Background: an optimization exercise with open tools, aiming at small area, a short achievable clock period and few clock cycles per item. Do not read the settings as production practice. RTL that was checked went through simulation tests only; none was proved equivalent to the original.

==> inputs of run C <==
Design thoken_dec, start of the top module:
module thoken_dec (
    input  wire        clk,
    input  wire        rst,
    input  wire        start_valid,
    output wire        start_ready,
    input  wire [1:0]  start_bpp,      
    input  wire [15:0] start_bytes,    
    input  wire        in_valid,
    output reg         in_ready,
    input  wire [7:0]  in_data,
    output reg         px_valid,
    output reg  [3:0]  px_data,
    output reg         done,
    output reg         ok
);
Settings: LEC_CHECK=0, CAP_MARGIN=20, CORE_MARGIN=2, CORE_UTILIZATION=40, SETUP_SLACK_MARGIN=3.8, SLEW_MARGIN=20; clock period 7.0 ns.
run.sh (not shown) runs the stock make flow with config.mk's settings and CLKGATE_MAP_FILE= SYNTH_SCRIPT=/design/flow/synth_recipe.tcl, a recipe that flattens the netlist after the stock synthesis.
==> inputs of run K, as changes to run C <==
--- a/flow/design.v
+++ b/flow/design.v
@@ -21,16 +21,18 @@
                M_LIT = 2'd1,       
                M_RUN = 2'd2;       
     reg [1:0]  state;
     reg [1:0]  mode;
     reg        b1, b2, b4;         
     reg [15:0] nleft;              
     reg        more;               
+    reg [7:0]  ib;                 
+    reg        ibv;
     reg [31:0] w;                  
-    reg [5:0]  wcnt;               
+    reg [6:0]  wcnt;               
     reg [8:0]  rem;                
     reg [7:0]  ydec;               
     reg        row0;               
     reg        rxr;                
     reg        bad;
     reg        errq;               
     reg        pv;
@@ -111,69 +113,63 @@
         if (c_fill)      pre = 4'd2;
         else if (c_rlit) pre = b1 ? 4'd3 : b2 ? 4'd4 : 4'd6;
         else if (c_rrun) pre = b1 ? 4'd5 : b2 ? 4'd6 : 4'd8;
         else if (is_lit) pre = b1 ? 4'd1 : b2 ? 4'd2 : 4'd4;
         else if (c_p1)   pre = b1 ? 4'd2 : b2 ? 4'd3 : 4'd5;
         else             pre = pz;
     end
-    wire bits_ok = !more ||
-                   (is_row ? (wcnt >= 6'd16) :
-                    is_lit ? (wcnt >= 6'd4)  :
-                    pv     ? (wcnt >= 6'd8)  : (wcnt >= 6'd13));
+    wire bits_ok = (!more && !ibv) ||
+                   (is_row ? (wcnt >= 7'd16) :
+                    is_lit ? (wcnt >= 7'd4)  :
+                    pv     ? (wcnt >= 7'd8)  : (wcnt >= 7'd13));
     wire [7:0] lbits = w[31:24] >> (4'd8 - pz);
     wire [8:0] plen  = (9'd1 << pz) | {1'b0, lbits};
     wire complete = c_fill || c_rlit || is_lit || (zapp && seg[0]) || c_p2;
     wire to_p     = zapp && !seg[0] && !znone;
     wire dec      = (state == S_DEC) && bits_ok && (nfree || !complete);
     wire err_z   = zapp && znone;
     wire err_len = c_p2 && (plen > rem);
     wire row_end = c_fill || (c_p2 ? (plen == rem) : (rem == 9'd1));
     wire last_row_end = complete && row_end && (ydec == 8'd255);
-    wire [6:0] wadd  = {1'b0, wcnt} + (take ? 7'd8 : 7'd0);
+    wire       merge = (state == S_DEC) && ibv && !wcnt[6] && (wcnt[5:0] <= 6'd24);
+    wire [6:0] wadd  = wcnt + (merge ? 7'd8 : 7'd0);
     wire [6:0] wbase = wadd - {3'd0, pre};
-    reg  [6:0] wleft;
-    reg        le24;               
+    wire [6:0] wleft = wbase - (zapp ? {3'd0, z} : 7'd0);
+    wire       ovq   = wcnt[6] && (state == S_DEC || state == S_FIN);
+    wire       err   = err_z || err_len;
+    wire [31:0] wm  = w | (merge ? ({ib, 24'd0} >> wcnt[4:0]) : 32'd0);
+    reg  [31:0] wa;
     always @(*) begin
-        wleft = 7'd0;
-        le24  = 1'b0;
-        for (k = 0; k < 9; k = k + 1)
-            if (zs[k]) begin
-                wleft = wleft | (wbase - k);
-                le24  = le24 | ($signed(wbase - k) <= $signed(7'd24));
-            end
+        wa = 32'd0;
+        for (k = 1; k < 9; k = k + 1)
+            if (pre == k) wa = wa | (wm << k);
     end
-    wire overrun = wleft[6];
-    wire err     = overrun || err_z || err_len;
-    wire [7:0]  ibr = {in_data[0], in_data[1], in_data[2], in_data[3],
-                       in_data[4], in_data[5], in_data[6], in_data[7]};
-    wire [5:0]  wcp = wcnt - {2'd0, pre};      
-    wire [39:0] bpre = {ibr, 32'd0} >> (6'd8 + wcp);
-    wire [31:0] wa  = (w << pre) | (take ? bpre[31:0] : 32'd0);
-    wire [31:0] wh  = w | (take ? ({ibr, 24'd0} >> wcnt) : 32'd0);
     reg  [31:0] wz;
     always @(*) begin
         wz = 32'd0;
         for (k = 0; k < 9; k = k + 1)
             if (zs[k]) wz = wz | (wa << k);
     end
-    wire drain_done = !more && (bad || (!cv && !nv)) && !errq;
+    wire drain_done = !more && (bad || (!cv && !nv)) && !errq && !ovq;
     reg [1:0] state_n;
     always @(*) begin
         state_n = state;
         case (state)
             S_IDLE:  if (start_valid) state_n = S_DEC;
             S_DEC:   if (dec && last_row_end) state_n = S_FIN;
             S_FIN:   state_n = S_DRAIN;
             S_DRAIN: if (drain_done) state_n = S_IDLE;
         endcase
-        if (errq) state_n = S_DRAIN;
+        if (errq || ovq) state_n = S_DRAIN;
     end
     wire more_n = (state == S_IDLE) ? 1'b1 : take ? (nleft != 16'd1) : more;
-    wire room_n = (state == S_IDLE) ? 1'b1 : dec ? le24 : (wadd <= 7'd24);
-    wire in_ready_n = more_n && (((state_n == S_DEC) && room_n) || (state_n == S_DRAIN));
+    wire room_n = (state == S_IDLE) ? 1'b1 :
+                  dec ? (!wbase[6] && wbase[5:0] <= 6'd24) : (!wadd[6] && wadd[5:0] <= 6'd24);
+    wire ibv_n = (state == S_DEC) && (take || (ibv && !merge));
+    wire in_ready_n = more_n && (((state_n == S_DEC) && (!ibv_n || room_n)) || (state_n == S_DRAIN));
     wire [7:0] lag_n = (started && !emit) ? lag + 8'd1 : lag;
     always @(posedge clk) begin
         d0 <= {d0[254:0], emit ? px[0] : d0[255]};
         d1 <= {d1[254:0], emit ? px[1] : d1[255]};
         d2 <= {d2[254:0], emit ? px[2] : d2[255]};
         d3 <= {d3[254:0], emit ? px[3] : d3[255]};
     end
@@ -182,14 +178,15 @@
             state    <= S_IDLE;
             in_ready <= 1'b0;
             px_valid <= 1'b0;
             px_data  <= 4'd0;
             done     <= 1'b0;
             ok       <= 1'b0;
             more     <= 1'b0;
+            ibv      <= 1'b0;
             pv       <= 1'b0;
             errq     <= 1'b0;
             nv       <= 1'b0;
             mv       <= 1'b0;
             cv       <= 1'b0;
         end else begin
             state    <= state_n;
@@ -200,14 +197,20 @@
             lag     <= lag_n;
             sync    <= (started || emit) ? (lag_n == 8'd0) : (mv || state != S_DEC);
             if (emit) started <= 1'b1;
             if (take) begin
                 nleft <= nleft - 16'd1;
                 more  <= (nleft != 16'd1);
             end
+            ibv <= ibv_n;
+            w    <= (state == S_IDLE) ? 32'd0 : dec ? wz : wm;
+            wcnt <= (state == S_IDLE) ? 7'd0  : dec ? wleft : wadd;
+            if (take)
+                ib <= {in_data[0], in_data[1], in_data[2], in_data[3],
+                       in_data[4], in_data[5], in_data[6], in_data[7]};
             if (cfree) begin
                 cv    <= nv;
                 cval  <= nval;
                 cxr   <= nxr;
                 ccnt  <= nlen;
                 clast <= n1;
                 nv    <= mv;
@@ -224,28 +227,24 @@
             case (state)
                 S_IDLE: if (start_valid) begin
                     b1      <= (start_bpp == 2'd0);
                     b2      <= (start_bpp == 2'd1);
                     b4      <= (start_bpp == 2'd2);
                     nleft   <= start_bytes;
                     more    <= 1'b1;
-                    w       <= 32'd0;
-                    wcnt    <= 6'd0;
                     mode    <= M_ROW;
                     rem     <= 9'd256;
                     ydec    <= 8'd0;
                     row0    <= 1'b1;
                     bad     <= 1'b0;
                     lag     <= 8'd0;
                     sync    <= 1'b0;
                     started <= 1'b0;
                 end
                 S_DEC: begin
-                    w    <= dec ? wz : wh;
-                    wcnt <= dec ? wleft[5:0] : wadd[5:0];
                     if (dec) begin
                         if (complete) begin
                             if (nv && !cfree) begin
                                 mv   <= 1'b1;
                                 mval <= tval;
                                 mxr  <= txr;
                                 mlen <= tlen;
@@ -286,25 +285,25 @@
                             if (c_rlit) mode <= M_LIT;
                             if (c_rrun) mode <= M_RUN;
                             if (complete) rem <= rem - (c_p2 ? plen : 9'd1);
                         end
                     end
                 end
                 S_FIN: begin
-                    if (more || wcnt >= 6'd8 || w != 32'd0) bad <= 1'b1;
+                    if (more || ibv || wcnt >= 7'd8 || w != 32'd0) bad <= 1'b1;
                 end
                 S_DRAIN: if (drain_done) begin
                     done  <= 1'b1;
                     ok    <= !bad;
                     cv    <= 1'b0;
                     nv    <= 1'b0;
                     mv    <= 1'b0;
                 end
             endcase
-            if (errq) begin
+            if (errq || ovq) begin
                 bad <= 1'b1;
                 pv  <= 1'b0;
                 mv  <= 1'b0;
                 nv  <= 1'b0;
                 cv  <= 1'b0;
             end
         end
==> flow/config.mk (replaced) <==
export PLATFORM = sky130hd
export DESIGN_NAME = thoken_dec
export DESIGN_NICKNAME = thoken_dec
export VERILOG_FILES = /design/flow/design.v
export SDC_FILE = /design/flow/constraint.sdc
export NUM_CORES = 4
export LEC_CHECK = 0
export CAP_MARGIN = 20
export CORE_MARGIN = 2
export CORE_UTILIZATION = 55
export CTS_CLUSTER_DIAMETER = 60
export CTS_CLUSTER_SIZE = 30
export SETUP_SLACK_MARGIN = 3.3
export SLEW_MARGIN = 20
==> inputs of run A, as changes to run C <==
--- a/flow/design.v
+++ b/flow/design.v
@@ -21,16 +21,18 @@
                M_LIT = 2'd1,       
                M_RUN = 2'd2;       
     reg [1:0]  state;
     reg [1:0]  mode;
     reg        b1, b2, b4;         
     reg [15:0] nleft;              
     reg        more;               
+    reg [7:0]  ib;                 
+    reg        ibv;
     reg [31:0] w;                  
-    reg [5:0]  wcnt;               
+    reg [6:0]  wcnt;               
     reg [8:0]  rem;                
     reg [7:0]  ydec;               
     reg        row0;               
     reg        rxr;                
     reg        bad;
     reg        errq;               
     reg        pv;
@@ -111,69 +113,63 @@
         if (c_fill)      pre = 4'd2;
         else if (c_rlit) pre = b1 ? 4'd3 : b2 ? 4'd4 : 4'd6;
         else if (c_rrun) pre = b1 ? 4'd5 : b2 ? 4'd6 : 4'd8;
         else if (is_lit) pre = b1 ? 4'd1 : b2 ? 4'd2 : 4'd4;
         else if (c_p1)   pre = b1 ? 4'd2 : b2 ? 4'd3 : 4'd5;
         else             pre = pz;
     end
-    wire bits_ok = !more ||
-                   (is_row ? (wcnt >= 6'd16) :
-                    is_lit ? (wcnt >= 6'd4)  :
-                    pv     ? (wcnt >= 6'd8)  : (wcnt >= 6'd13));
+    wire bits_ok = (!more && !ibv) ||
+                   (is_row ? (wcnt >= 7'd16) :
+                    is_lit ? (wcnt >= 7'd4)  :
+                    pv     ? (wcnt >= 7'd8)  : (wcnt >= 7'd13));
     wire [7:0] lbits = w[31:24] >> (4'd8 - pz);
     wire [8:0] plen  = (9'd1 << pz) | {1'b0, lbits};
     wire complete = c_fill || c_rlit || is_lit || (zapp && seg[0]) || c_p2;
     wire to_p     = zapp && !seg[0] && !znone;
     wire dec      = (state == S_DEC) && bits_ok && (nfree || !complete);
     wire err_z   = zapp && znone;
     wire err_len = c_p2 && (plen > rem);
     wire row_end = c_fill || (c_p2 ? (plen == rem) : (rem == 9'd1));
     wire last_row_end = complete && row_end && (ydec == 8'd255);
-    wire [6:0] wadd  = {1'b0, wcnt} + (take ? 7'd8 : 7'd0);
+    wire       merge = (state == S_DEC) && ibv && !wcnt[6] && (wcnt[5:0] <= 6'd24);
+    wire [6:0] wadd  = wcnt + (merge ? 7'd8 : 7'd0);
     wire [6:0] wbase = wadd - {3'd0, pre};
-    reg  [6:0] wleft;
-    reg        le24;               
+    wire [6:0] wleft = wbase - (zapp ? {3'd0, z} : 7'd0);
+    wire       ovq   = wcnt[6] && (state == S_DEC || state == S_FIN);
+    wire       err   = err_z || err_len;
+    wire [31:0] wm  = w | (merge ? ({ib, 24'd0} >> wcnt[4:0]) : 32'd0);
+    reg  [31:0] wa;
     always @(*) begin
-        wleft = 7'd0;
-        le24  = 1'b0;
-        for (k = 0; k < 9; k = k + 1)
-            if (zs[k]) begin
-                wleft = wleft | (wbase - k);
-                le24  = le24 | ($signed(wbase - k) <= $signed(7'd24));
-            end
+        wa = 32'd0;
+        for (k = 1; k < 9; k = k + 1)
+            if (pre == k) wa = wa | (wm << k);
     end
-    wire overrun = wleft[6];
-    wire err     = overrun || err_z || err_len;
-    wire [7:0]  ibr = {in_data[0], in_data[1], in_data[2], in_data[3],
-                       in_data[4], in_data[5], in_data[6], in_data[7]};
-    wire [5:0]  wcp = wcnt - {2'd0, pre};      
-    wire [39:0] bpre = {ibr, 32'd0} >> (6'd8 + wcp);
-    wire [31:0] wa  = (w << pre) | (take ? bpre[31:0] : 32'd0);
-    wire [31:0] wh  = w | (take ? ({ibr, 24'd0} >> wcnt) : 32'd0);
     reg  [31:0] wz;
     always @(*) begin
         wz = 32'd0;
         for (k = 0; k < 9; k = k + 1)
             if (zs[k]) wz = wz | (wa << k);
     end
-    wire drain_done = !more && (bad || (!cv && !nv)) && !errq;
+    wire drain_done = !more && (bad || (!cv && !nv)) && !errq && !ovq;
     reg [1:0] state_n;
     always @(*) begin
         state_n = state;
         case (state)
             S_IDLE:  if (start_valid) state_n = S_DEC;
             S_DEC:   if (dec && last_row_end) state_n = S_FIN;
             S_FIN:   state_n = S_DRAIN;
             S_DRAIN: if (drain_done) state_n = S_IDLE;
         endcase
-        if (errq) state_n = S_DRAIN;
+        if (errq || ovq) state_n = S_DRAIN;
     end
     wire more_n = (state == S_IDLE) ? 1'b1 : take ? (nleft != 16'd1) : more;
-    wire room_n = (state == S_IDLE) ? 1'b1 : dec ? le24 : (wadd <= 7'd24);
-    wire in_ready_n = more_n && (((state_n == S_DEC) && room_n) || (state_n == S_DRAIN));
+    wire room_n = (state == S_IDLE) ? 1'b1 :
+                  dec ? (!wbase[6] && wbase[5:0] <= 6'd24) : (!wadd[6] && wadd[5:0] <= 6'd24);
+    wire ibv_n = (state == S_DEC) && (take || (ibv && !merge));
+    wire in_ready_n = more_n && (((state_n == S_DEC) && (!ibv_n || room_n)) || (state_n == S_DRAIN));
     wire [7:0] lag_n = (started && !emit) ? lag + 8'd1 : lag;
     always @(posedge clk) begin
         d0 <= {d0[254:0], emit ? px[0] : d0[255]};
         d1 <= {d1[254:0], emit ? px[1] : d1[255]};
         d2 <= {d2[254:0], emit ? px[2] : d2[255]};
         d3 <= {d3[254:0], emit ? px[3] : d3[255]};
     end
@@ -182,14 +178,15 @@
             state    <= S_IDLE;
             in_ready <= 1'b0;
             px_valid <= 1'b0;
             px_data  <= 4'd0;
             done     <= 1'b0;
             ok       <= 1'b0;
             more     <= 1'b0;
+            ibv      <= 1'b0;
             pv       <= 1'b0;
             errq     <= 1'b0;
             nv       <= 1'b0;
             mv       <= 1'b0;
             cv       <= 1'b0;
         end else begin
             state    <= state_n;
@@ -200,14 +197,20 @@
             lag     <= lag_n;
             sync    <= (started || emit) ? (lag_n == 8'd0) : (mv || state != S_DEC);
             if (emit) started <= 1'b1;
             if (take) begin
                 nleft <= nleft - 16'd1;
                 more  <= (nleft != 16'd1);
             end
+            ibv <= ibv_n;
+            w    <= (state == S_IDLE) ? 32'd0 : dec ? wz : wm;
+            wcnt <= (state == S_IDLE) ? 7'd0  : dec ? wleft : wadd;
+            if (take)
+                ib <= {in_data[0], in_data[1], in_data[2], in_data[3],
+                       in_data[4], in_data[5], in_data[6], in_data[7]};
             if (cfree) begin
                 cv    <= nv;
                 cval  <= nval;
                 cxr   <= nxr;
                 ccnt  <= nlen;
                 clast <= n1;
                 nv    <= mv;
@@ -224,28 +227,24 @@
             case (state)
                 S_IDLE: if (start_valid) begin
                     b1      <= (start_bpp == 2'd0);
                     b2      <= (start_bpp == 2'd1);
                     b4      <= (start_bpp == 2'd2);
                     nleft   <= start_bytes;
                     more    <= 1'b1;
-                    w       <= 32'd0;
-                    wcnt    <= 6'd0;
                     mode    <= M_ROW;
                     rem     <= 9'd256;
                     ydec    <= 8'd0;
                     row0    <= 1'b1;
                     bad     <= 1'b0;
                     lag     <= 8'd0;
                     sync    <= 1'b0;
                     started <= 1'b0;
                 end
                 S_DEC: begin
-                    w    <= dec ? wz : wh;
-                    wcnt <= dec ? wleft[5:0] : wadd[5:0];
                     if (dec) begin
                         if (complete) begin
                             if (nv && !cfree) begin
                                 mv   <= 1'b1;
                                 mval <= tval;
                                 mxr  <= txr;
                                 mlen <= tlen;
@@ -286,25 +285,25 @@
                             if (c_rlit) mode <= M_LIT;
                             if (c_rrun) mode <= M_RUN;
                             if (complete) rem <= rem - (c_p2 ? plen : 9'd1);
                         end
                     end
                 end
                 S_FIN: begin
-                    if (more || wcnt >= 6'd8 || w != 32'd0) bad <= 1'b1;
+                    if (more || ibv || wcnt >= 7'd8 || w != 32'd0) bad <= 1'b1;
                 end
                 S_DRAIN: if (drain_done) begin
                     done  <= 1'b1;
                     ok    <= !bad;
                     cv    <= 1'b0;
                     nv    <= 1'b0;
                     mv    <= 1'b0;
                 end
             endcase
-            if (errq) begin
+            if (errq || ovq) begin
                 bad <= 1'b1;
                 pv  <= 1'b0;
                 mv  <= 1'b0;
                 nv  <= 1'b0;
                 cv  <= 1'b0;
             end
         end
==> flow/config.mk (replaced) <==
export PLATFORM = sky130hd
export DESIGN_NAME = thoken_dec
export DESIGN_NICKNAME = thoken_dec
export VERILOG_FILES = /design/flow/design.v
export SDC_FILE = /design/flow/constraint.sdc
export NUM_CORES = 4
export LEC_CHECK = 0
export CAP_MARGIN = 20
export CORE_MARGIN = 2
export CORE_UTILIZATION = 65
export CTS_CLUSTER_DIAMETER = 60
export CTS_CLUSTER_SIZE = 30
export SETUP_SLACK_MARGIN = 3.3
export SLEW_MARGIN = 20
==> results.sh <==
export IMPL_outcome="complete, no violations"
export IMPL_final_clk_cell_share_pct=4.71
export IMPL_post_cts_setup_buffers=88
export IMPL_grt_usage_pct=21.6
export IMPL_cp_common_cell="nand2b_1"
export IMPL_die_x_um=254
export IMPL_ys_top_cells_by_count="dfxtp_1 (1041), nor2_1 (184), edfxtp_1 (151), o22ai_1 (143), nand2_1 (140)"
export IMPL_synth_area_mm2=0.0345
export IMPL_holdWs_ns=0.327
# the run above: run K

==> results.sh <==
export IMPL_rows=84
export IMPL_outcome="complete, no violations"
export IMPL_fillers=2842
export IMPL_cp_common_cell="nand2b_1"
export IMPL_yosysWarnings=1
export IMPL_grt_usage_pct=32.2
export IMPL_cts_resized=157
export IMPL_holdWs_ns=0.323
export IMPL_die_x_um=234
export IMPL_drt_wl_total_mm=93.5
export IMPL_final_clk_cell_share_pct=4.38
export IMPL_post_cts_setup_buffers=165
export IMPL_synth_area_mm2=0.0345
export IMPL_clkbuf_count=61
export IMPL_ys_top_cells_by_count="dfxtp_1 (1041), nor2_1 (184), edfxtp_1 (151), o22ai_1 (143), nand2_1 (140)"
# the run above: run A

==> results.sh <==
export IMPL_outcome="complete, no violations"
export IMPL_final_common_cell="dfxtp_1"
export IMPL_grt_usage_pct=19.3
export IMPL_final_clk_cell_share_pct=8.15
export IMPL_die_x_um=308
export IMPL_synth_area_mm2=0.0370
export IMPL_ys_top_cells_by_count="dfxtp_1 (1040), nand2_1 (200), nor2_1 (169), a21oi_1 (152), edfxtp_1 (142)"
export IMPL_post_cts_setup_buffers=137
# the run above: run C

Testbench counts of run K, summed over its fixed seeds: cycles 1,179,856, items 1,179,648.
Testbench counts of run A, summed over its fixed seeds: cycles 1,179,856, items 1,179,648.
For run C, only the layout was checked, not whether the RTL still works.

-- afterwards: timing with drivers on the ports --
How much do the figures lean on ideal ports? The routed layouts below were timed once more, with nothing changed but the port constraints. Step 1, drivers: a clkbuf_16 drives clk and a buf_2 each remaining input, both assumed. Step 2 moves the port delays by t, midway between the first and last clock arrival at a register: inputs arrive t later, outputs are due t later. That takes back most of the time a late clock gives input paths. a / b / c = ideal ports / drivers / drivers and shift; a / b = the first two.
run	shift t [ns]	setup slack, ns	hold WS [ns]	clock arrival spread, ns	cell pins on the clock port's net
run C	0.715	2.328 / 2.328 / 2.058	0.272 / 0.272 / 0.272	0.081 / 0.081	1
run K	0.694	3.138 / 3.138 / 3.138	0.327 / 0.327 / 0.327	0.068 / 0.068	1
run A	0.716	2.912 / 2.912 / 2.912	0.323 / 0.323 / 0.323	0.042 / 0.043	1
After both steps every run listed still meets setup and hold. For run C, which loses most, drivers alone change the setup slack by 0.000 ns; drivers and shift together by -0.270 ns.
